Context: an optimization exercise on an open-source flow, tuned for small area and a short achievable clock period. The choices shown serve that exercise and are no tape-out recipe.
At most, simulation tests tie the RTL to the original design; equivalence was not proved.

==> v9 <==
==> flow/design.v (excerpt) <==
module pixcorr (
    input  wire        clk,
    input  wire        rst,
    input  wire [31:0] cfg_dt,
    input  wire [31:0] cfg_h,
    input  wire [23:0] cfg_scene_ofs,
    input  wire [8:0]  cfg_alpha,
    input  wire [15:0] cfg_thr,
    input  wire        cfg_tf_en,
    input  wire        cfg_fresh,
    input  wire        frame_start,
    input  wire        frame_end,
    input  wire        in_valid,
    input  wire        in_blind,
    input  wire        in_sat,
    input  wire [23:0] in_xp,
    input  wire [23:0] in_b,
    input  wire [23:0] in_o,
    input  wire [15:0] in_d,
    input  wire [15:0] in_g,
    input  wire [15:0] in_s,
    output reg         out_valid,
    output reg  [15:0] out_y,
    output reg  [15:0] out_state,
    output reg         stats_valid,
    output reg  [19:0] st_nvalid,
    output reg  [19:0] st_ninvalid,
    output reg  [19:0] st_nbad,
    output reg  [19:0] st_nrsat,
    output reg  [19:0] st_clip_lo,
    output reg  [19:0] st_clip_hi,
    output reg  [19:0] st_motion,
    output reg  [15:0] st_min,
    output reg  [15:0] st_max,
    output reg  [35:0] st_sum
);
Settings: LEC_CHECK=0, CAP_MARGIN=20, CORE_MARGIN=2, CORE_UTILIZATION=40, PLACE_DENSITY=0.6, SLEW_MARGIN=20; clock period 16.0 ns.
standard.sh (not shown) runs the stock make flow with config.mk's settings and CLKGATE_MAP_FILE= SYNTH_SCRIPT=/design/flow/synth_recipe.tcl, a recipe that flattens the netlist after the stock synthesis.
==> flow/flow/run.sh <==
#!/bin/bash
set -euo pipefail
here=$(pwd)
margin=$(cat flow/margin.txt)
sed "s|\"\${@:-finish}\"|SETUP_SLACK_MARGIN=${margin} \"\${@:-finish}\"|" standard.sh > own_standard.sh
grep -q "SETUP_SLACK_MARGIN=${margin}" own_standard.sh
bash own_standard.sh > "$here/make_finish.log" 2>&1
==> flow/flow/margin.txt <==
11.5
==> v20 (differences from v9) <==
==> flow/run.sh (new file) <==
#!/bin/bash
# synth_recipe.tcl (not shown) runs the flow's synth.tcl, then flattens the netlist and writes it again
# the make line also repeats each setting of config.mk as NAME=value (left out here)
make -C /OpenROAD-flow-scripts/flow DESIGN_CONFIG=/design/flow/config.mk WORK_HOME=/design/flow/orfs CLKGATE_MAP_FILE= SYNTH_SCRIPT=/design/flow/synth_recipe.tcl finish
removed: flow/flow/run.sh
removed: flow/flow/margin.txt
removed: flow/standard.sh
==> qor summary <==
| quantity | v9 | v20 |
|---|---|---|
| Placed cell count | 8117 | 8132 |
| Worst path max stage delay | 0.51 ns | 0.96 ns |
| Pre-Repair DR Iteration Count | 7 | 6 |
| Layout filler cell count | 12.8k | 13.2k |
| Met3 layer wire length in the routed design | 16800 um | 13300 um |
| Routability Congestion | 0.906 | 0.891 |
| All-Layer GR Usage | 25.1% | 23.1% |
| Diodes inserted | 5 | 1 |
| Result of the run | finished clean | finished clean |
| Minimum period implied by the final worst setup slack | 5.65 ns | 6.99 ns |
| Timing startpoint of the critical path | p0_btwo[4] | p0_bneg[1] |
| Slew Limit Headroom | 31.6% | 27.0% |
| Worst Reg-to-Reg Cells | 22 | 19 |
| NumNets Final | 7801 | 7501 |
| Vias in the first global route | 46.8k | 44.4k |
| Final hold slack | 0.304 ns | 0.324 ns |
| Share of final-layout standard cells stronger than drive strength 1 | 21.7% | 4.01% |
| Worst reg2reg path startpoint | p0_btwo[4] | p0_bneg[1] |
| Met1 track demand over resource | 32.6% | 29.9% |
| Endpoint of the worst hold path | o_clo | s2_s[1] |
| Highest Clock Rate | 177 MHz | 143 MHz |
| Number of non-clock inverters | 892 | 891 |
No run of this note included a check of the RTL's function; only the layout flow was run.

* * *

==> 06-17 <==
Another version of the RTL of pixcorr (not shown whole).
Settings: LEC_CHECK=0, CAP_MARGIN=20, CORE_MARGIN=2, CORE_UTILIZATION=40, PLACE_DENSITY=0.6, SLEW_MARGIN=20; clock period 16.0 ns.
==> flow/flow/run.sh <==
#!/bin/bash
# The standard layout with these changes to how it is made:
#  1. after the standard synthesis, flow/polarity.py removes inverters between
#     full adders (a full adder with all inputs and outputs inverted is the same
#     cell), leaving every register and all other logic as synthesized;
#  3. clock tree synthesis runs without dummy loads.
# The SDC, clock period and flow steps are the standard ones.
set -euo pipefail
here=$(pwd)
margin=$(cat flow/margin.txt)
cts="CTS_ARGS=-sink_clustering_enable -repair_clock_nets -dont_use_dummy_load"
sed "s|\"\${@:-finish}\"|SETUP_SLACK_MARGIN=${margin} '${cts}' \"\${@:-finish}\"|" standard.sh > own_standard.sh
grep -q "SETUP_SLACK_MARGIN=${margin}" own_standard.sh
res="$here/orfs/results/${FLOW_PLATFORM:-sky130hd}/pixcorr/base"
bash own_standard.sh "$res/1_2_yosys.v" > "$here/make_synth.log" 2>&1
cp "$res/1_2_yosys.v" "$here/1_2_yosys.standard.v"
python3 flow/polarity.py "$here/1_2_yosys.standard.v" "$res/1_2_yosys.v" > "$here/polarity.log" 2>&1
touch "$res/1_2_yosys.v"
bash own_standard.sh > "$here/make_finish.log" 2>&1
==> flow/flow/margin.txt <==
11.4
Other scripts of this flow, unchanged in this note and not shown: flow/flow/polarity.py
==> 09-23: changes against 06-17 <==
==> flow/flow/run.sh (replaced) <==
#!/bin/bash
set -euo pipefail
here=$(pwd)
margin=$(cat flow/margin.txt)
sed "s|\"\${@:-finish}\"|SETUP_SLACK_MARGIN=${margin} \"\${@:-finish}\"|" standard.sh > own_standard.sh
grep -q "SETUP_SLACK_MARGIN=${margin}" own_standard.sh
res="$here/orfs/results/${FLOW_PLATFORM:-sky130hd}/pixcorr/base"
bash own_standard.sh "$res/1_2_yosys.v" > "$here/make_synth.log" 2>&1
cp "$res/1_2_yosys.v" "$here/1_2_yosys.standard.v"
python3 flow/polarity.py "$here/1_2_yosys.standard.v" "$res/1_2_yosys.v" > "$here/polarity.log" 2>&1
touch "$res/1_2_yosys.v"
bash own_standard.sh > "$here/make_finish.log" 2>&1
==> flow/flow/margin.txt (replaced) <==
11.5
--- a/flow/config.mk
+++ b/flow/config.mk
@@ -8,5 +8,7 @@
 export CAP_MARGIN = 20
 export CORE_MARGIN = 2
 export CORE_UTILIZATION = 40
+export CTS_CLUSTER_DIAMETER = 150
+export CTS_CLUSTER_SIZE = 30
 export PLACE_DENSITY = 0.6
 export SLEW_MARGIN = 20
==> 05-07: changes against 06-17 <==
==> flow/flow/margin.txt (replaced) <==
11.5
--- a/flow/config.mk
+++ b/flow/config.mk
@@ -7,6 +7,6 @@
 export LEC_CHECK = 0
 export CAP_MARGIN = 20
 export CORE_MARGIN = 2
-export CORE_UTILIZATION = 40
-export PLACE_DENSITY = 0.6
+export CORE_UTILIZATION = 35
+export PLACE_DENSITY = 0.55
 export SLEW_MARGIN = 20
==> run summary <==
- The highest first-iteration DRC count belongs to 05-07, the lowest to 06-17.
- Of 09-23 and 06-17, 09-23 has the higher maximum frequency (gap about 2%, measured against 06-17).
- Between 05-07 and 06-17, the lower global-route usage is in 05-07 (gap 2.1 points).

* * *

==> inputs of run B <==
pixcorr again, from the RTL that the note above started with.
export LEC_CHECK = 0
export CAP_MARGIN = 20
export CORE_MARGIN = 2
export CORE_UTILIZATION = 40
export PLACE_DENSITY = 0.6
export SLEW_MARGIN = 20
create_clock -name core_clock -period 16.0 [get_ports {clk}]
==> flow/flow/run.sh <==
#!/bin/bash
set -euo pipefail
here=$(pwd)
margin=$(cat flow/margin.txt)
sed "s|\"\${@:-finish}\"|SETUP_SLACK_MARGIN=${margin} \"\${@:-finish}\"|" standard.sh > own_standard.sh
grep -q "SETUP_SLACK_MARGIN=${margin}" own_standard.sh
res="$here/orfs/results/${FLOW_PLATFORM:-sky130hd}/pixcorr/base"
bash own_standard.sh "$res/1_2_yosys.v" > "$here/make_synth.log" 2>&1
cp "$res/1_2_yosys.v" "$here/1_2_yosys.standard.v"
python3 flow/polarity.py "$here/1_2_yosys.standard.v" "$res/1_2_yosys.v" > "$here/polarity.log" 2>&1
touch "$res/1_2_yosys.v"
bash own_standard.sh > "$here/make_finish.log" 2>&1
==> flow/flow/polarity.py <==
#!/usr/bin/env python3
"""Inverter clean-up on a Yosys sky130hd netlist.

A full adder is self-dual: FA(~a, ~b, ~c) = (~sum, ~cout). Synthesis often
leaves inverters between full adders; this pass flips a full adder's
polarity (inverting all its inputs and both its outputs) whenever that
removes more inverters than it adds. Registers and all other cells are left
as they are. Usage: polarity.py in.v out.v
"""
import re
import sys
from collections import defaultdict

INV = {"inv_1", "inv_2", "inv_4", "clkinv_1", "clkinv_2"}
CELL_RE = re.compile(r"^\s*sky130_fd_sc_hd__(\w+)\s+(\S+)\s*\((.*?)\);", re.S | re.M)
PIN_RE = re.compile(r"\.(\w+)\(\s*([^()]*?)\s*\)")

src = open(sys.argv[1]).read()
matches = list(CELL_RE.finditer(src))
head = src[:matches[0].start()]
tail = src[matches[-1].end():]
between = "".join(src[a.end():b.start()] for a, b in zip(matches, matches[1:]))
assert re.sub(r"\(\*.*?\*\)", "", between).strip() == "", "unexpected text between cells"

cells = {}
order = []
for m in matches:
    typ, name, body = m.group(1), m.group(2), m.group(3)
    pins = dict(PIN_RE.findall(body))
    cells[name] = [typ, pins]
    order.append(name)

OUTS = {"X", "Y", "Q", "Q_N", "SUM", "COUT", "HI", "LO"}
drv = {}
loads = defaultdict(set)          # net -> set of (cell, pin)


def connect(c, p, n):
    cells[c][1][p] = n
    if p in OUTS:
        drv[n] = (c, p)
    else:
        loads[n].add((c, p))


def disconnect(c, p):
    n = cells[c][1][p]
    if p in OUTS:
        if drv.get(n) == (c, p):
            del drv[n]
    else:
        loads[n].discard((c, p))
    return n


for c in order:
    for p, n in cells[c][1].items():
        if p in OUTS:
            drv[n] = (c, p)
        else:
            loads[n].add((c, p))

ports = set(re.findall(r"(?:input|output)\s+(?:\[[^\]]*\]\s*)?([^;\s]+)\s*;", head))


def is_port(n):
    base = n.split("[")[0].strip()
    return base in ports


nid = [0]
new_wires = []


def new_net():
    nid[0] += 1
    n = "_pol%d_" % nid[0]
    new_wires.append(n)
    return n


def new_inv(a, y):
    nid[0] += 1
    c = "_polinv%d_" % nid[0]
    cells[c] = ["inv_1", {}]
    order.append(c)
    connect(c, "A", a)
    connect(c, "Y", y)
    return c


def remove_cell(c):
    for p in list(cells[c][1]):
        disconnect(c, p)
    del cells[c]


def inv_of(n):
    """an existing inverter driven by n, or None"""
    for c, p in loads[n]:
        if cells[c][0] in INV and p == "A":
            return c
    return None


def src_inv(n):
    """if n is driven by an inverter, that inverter"""
    d = drv.get(n)
    if d and cells[d[0]][0] in INV:
        return d[0]
    return None


def gain(fa):
    pins = cells[fa][1]
    g = 0
    for p in ("A", "B", "CIN"):
        n = pins[p]
        if n.startswith("1'b"):
            continue
        i = src_inv(n)
        if i is not None:
            if len(loads[n]) == 1 and not is_port(n):
                g += 1
        elif inv_of(n) is None:
            g -= 1
    for p in ("SUM", "COUT"):
        n = pins[p]
        invs = [c for c, q in loads[n] if cells[c][0] in INV]
        others = len(loads[n]) - len(invs)
        if is_port(n):
            others += 1
        if len(invs) == 0:
            g -= 1
        elif len(invs) == 1:
            g += 1 if others == 0 else 0
        else:
            return -99
    return g


def flip(fa):
    pins = cells[fa][1]
    for p in ("A", "B", "CIN"):
        n = pins[p]
        if n.startswith("1'b"):
            disconnect(fa, p)
            connect(fa, p, "1'b1" if n == "1'b0" else "1'b0")
            continue
        i = src_inv(n)
        disconnect(fa, p)
        if i is not None:
            connect(fa, p, cells[i][1]["A"])
            if not loads[n] and not is_port(n):
                remove_cell(i)
        else:
            j = inv_of(n)
            if j is None:
                m = new_net()
                new_inv(n, m)
            else:
                m = cells[j][1]["Y"]
            connect(fa, p, m)
    for p in ("SUM", "COUT"):
        n = pins[p]
        invs = [c for c, q in loads[n] if cells[c][0] in INV]
        disconnect(fa, p)
        if invs:
            j = invs[0]
            m = cells[j][1]["Y"]
            remove_cell(j)
            connect(fa, p, m)
            if loads[n] or is_port(n):
                new_inv(m, n)
        else:
            m = new_net()
            connect(fa, p, m)
            new_inv(m, n)


changed = True
rounds = 0
while changed and rounds < 20:
    changed = False
    rounds += 1
    for c in list(order):
        if c in cells and cells[c][0].startswith("fa_") and gain(c) > 0:
            flip(c)
            changed = True

ninv = sum(1 for c in cells.values() if c[0] in INV)
sys.stderr.write("polarity: %d rounds, %d inverters left\n" % (rounds, ninv))

out = [head.rstrip("\n") + "\n"]
for w in new_wires:
    out.append("  wire %s;\n" % w)
for c in order:
    if c not in cells:
        continue
    typ, pins = cells[c]
    body = ",\n".join("    .%s(%s%s)" % (p, n, " " if n.startswith("\\") else "")
                       for p, n in pins.items())
    out.append("  sky130_fd_sc_hd__%s %s (\n%s\n  );\n" % (typ, c, body))
out.append(tail.lstrip("\n") if tail.strip() else "endmodule\n")
open(sys.argv[2], "w").write("".join(out))
Other scripts of this flow, unchanged in this note and not shown: flow/flow/margin.txt
==> inputs of run A, as changes to run B <==
--- a/flow/design.v
+++ b/flow/design.v
@@ -4496,17 +4496,15 @@
     reg sum_c, sum_pend;
     always @(posedge clk) begin
         if (rst) sum_pend <= 1'b0;
         else     sum_pend <= out_valid;
     end
-    reg fs_r;
-    always @(posedge clk) fs_r <= frame_start & ~rst;
     wire y_inv = &out_y;
     wire acc_v = o_act & ~y_inv;
     wire [15:0] y_v = acc_v ? out_y : 16'd0;
     always @(posedge clk) begin
-        if (fs_r) begin
+        if (frame_start) begin
             st_nvalid   <= 20'd0;
             st_ninvalid <= 20'd0;
             st_nbad     <= 20'd0;
             st_nrsat    <= 20'd0;
             st_clip_lo  <= 20'd0;
==> flow/flow/run.sh (replaced) <==
#!/bin/bash
set -euo pipefail
here=$(pwd)
margin=$(cat flow/margin.txt)
sed "s|\"\${@:-finish}\"|SETUP_SLACK_MARGIN=${margin} \"\${@:-finish}\"|" standard.sh > own_standard.sh
grep -q "SETUP_SLACK_MARGIN=${margin}" own_standard.sh
bash own_standard.sh > "$here/make_finish.log" 2>&1
removed: flow/flow/polarity.py
==> qor summary <==
metric	run B	run A
Status	no timing/DRC/antenna violations	no timing/DRC/antenna violations
Count of routing violations after the opening detailed-route iteration	3,087	2,925
#MultiIn Comb	4,085	4,138
Most common library cell in the layout ignoring fill and taps	sky130_fd_sc_hd__xnor2_1	sky130_fd_sc_hd__inv_1
Min-Delay Startpoint	p0_g[0]	s1b_s[3]
Initial core utilization	0.402	0.401
Number of ordinary inverters in the final layout	534	888
Count of clock buffers in the final design	119	126
Post-layout instance count excluding filler cells	8,150	8,607
Worst clock skew on the final layout	58.7 ps	44.5 ps
Flip-flop and latch count	806	805
Source-to-sink clock delay at the later pin of the worst-skew pair	740 ps	750 ps
First-pass GRT wire length	260,000 um	266,000 um
Global routing usage on met2	0.374	0.373
Tcrit/Tclk final	0.279	0.278
Post-Syn Instances	5,863	6,278
Relative area of non-clock buffer cells in the final design	0.0788	0.0809
Multi-input combinational area share	0.564	0.550
Number of buffers created by CTS	89	90
Slowest stage cell on the critical path	sky130_fd_sc_hd__dfxtp_4	sky130_fd_sc_hd__dfxtp_2

separate check: timing with driven ports:
The flow's constraints put no driver on any port. The routed layouts listed below were extracted and timed again, unchanged, in two steps.
Step 1, drivers: a clkbuf_16 drives clk and a buf_2 each remaining input, both assumed.
Step 2 times the ports against the registers' clock, not the clock port: input delays grow and output delays shrink by t, the midpoint of the rising clock arrivals with the driver on.
Slacks: ideal / step 1 / step 2; pairs: ideal / step 1.
| run | shift t [ns] | setup WS [ns] | hold slack, ns | clock arrival spread, ns | worst data-port slew with drivers (ns) |
|---|---|---|---|---|---|
| v9 | 0.777 | 10.354 / 10.354 / 10.354 | 0.304 / 0.304 / 0.304 | 0.066 / 0.066 | 0.18 |
| v20 | 0.788 | 9.010 / 9.010 / 9.010 | 0.324 / 0.324 / 0.324 | 0.036 / 0.037 | 0.15 |
| 06-17 | 0.765 | 11.451 / 11.373 / 10.818 | 0.268 / 0.268 / 0.268 | 0.119 / 0.119 | 0.12 |
| 09-23 | 0.722 | 11.542 / 11.466 / 10.951 | 0.316 / 0.316 / 0.316 | 0.035 / 0.035 | 0.11 |
| 05-07 | 0.748 | 11.568 / 11.489 / 10.983 | 0.304 / 0.304 / 0.304 | 0.126 / 0.126 | 0.11 |
| run B | 0.794 | 11.544 / 11.463 / 10.917 | 0.318 / 0.318 / 0.318 | 0.059 / 0.059 | 0.11 |
| run A | 0.801 | 11.546 / 11.470 / 10.866 | 0.292 / 0.292 / 0.292 | 0.053 / 0.053 | 0.12 |
After both steps every run listed still meets setup and hold. For run A, which loses most, drivers alone change the setup slack by -0.076 ns; drivers and shift together by -0.680 ns.
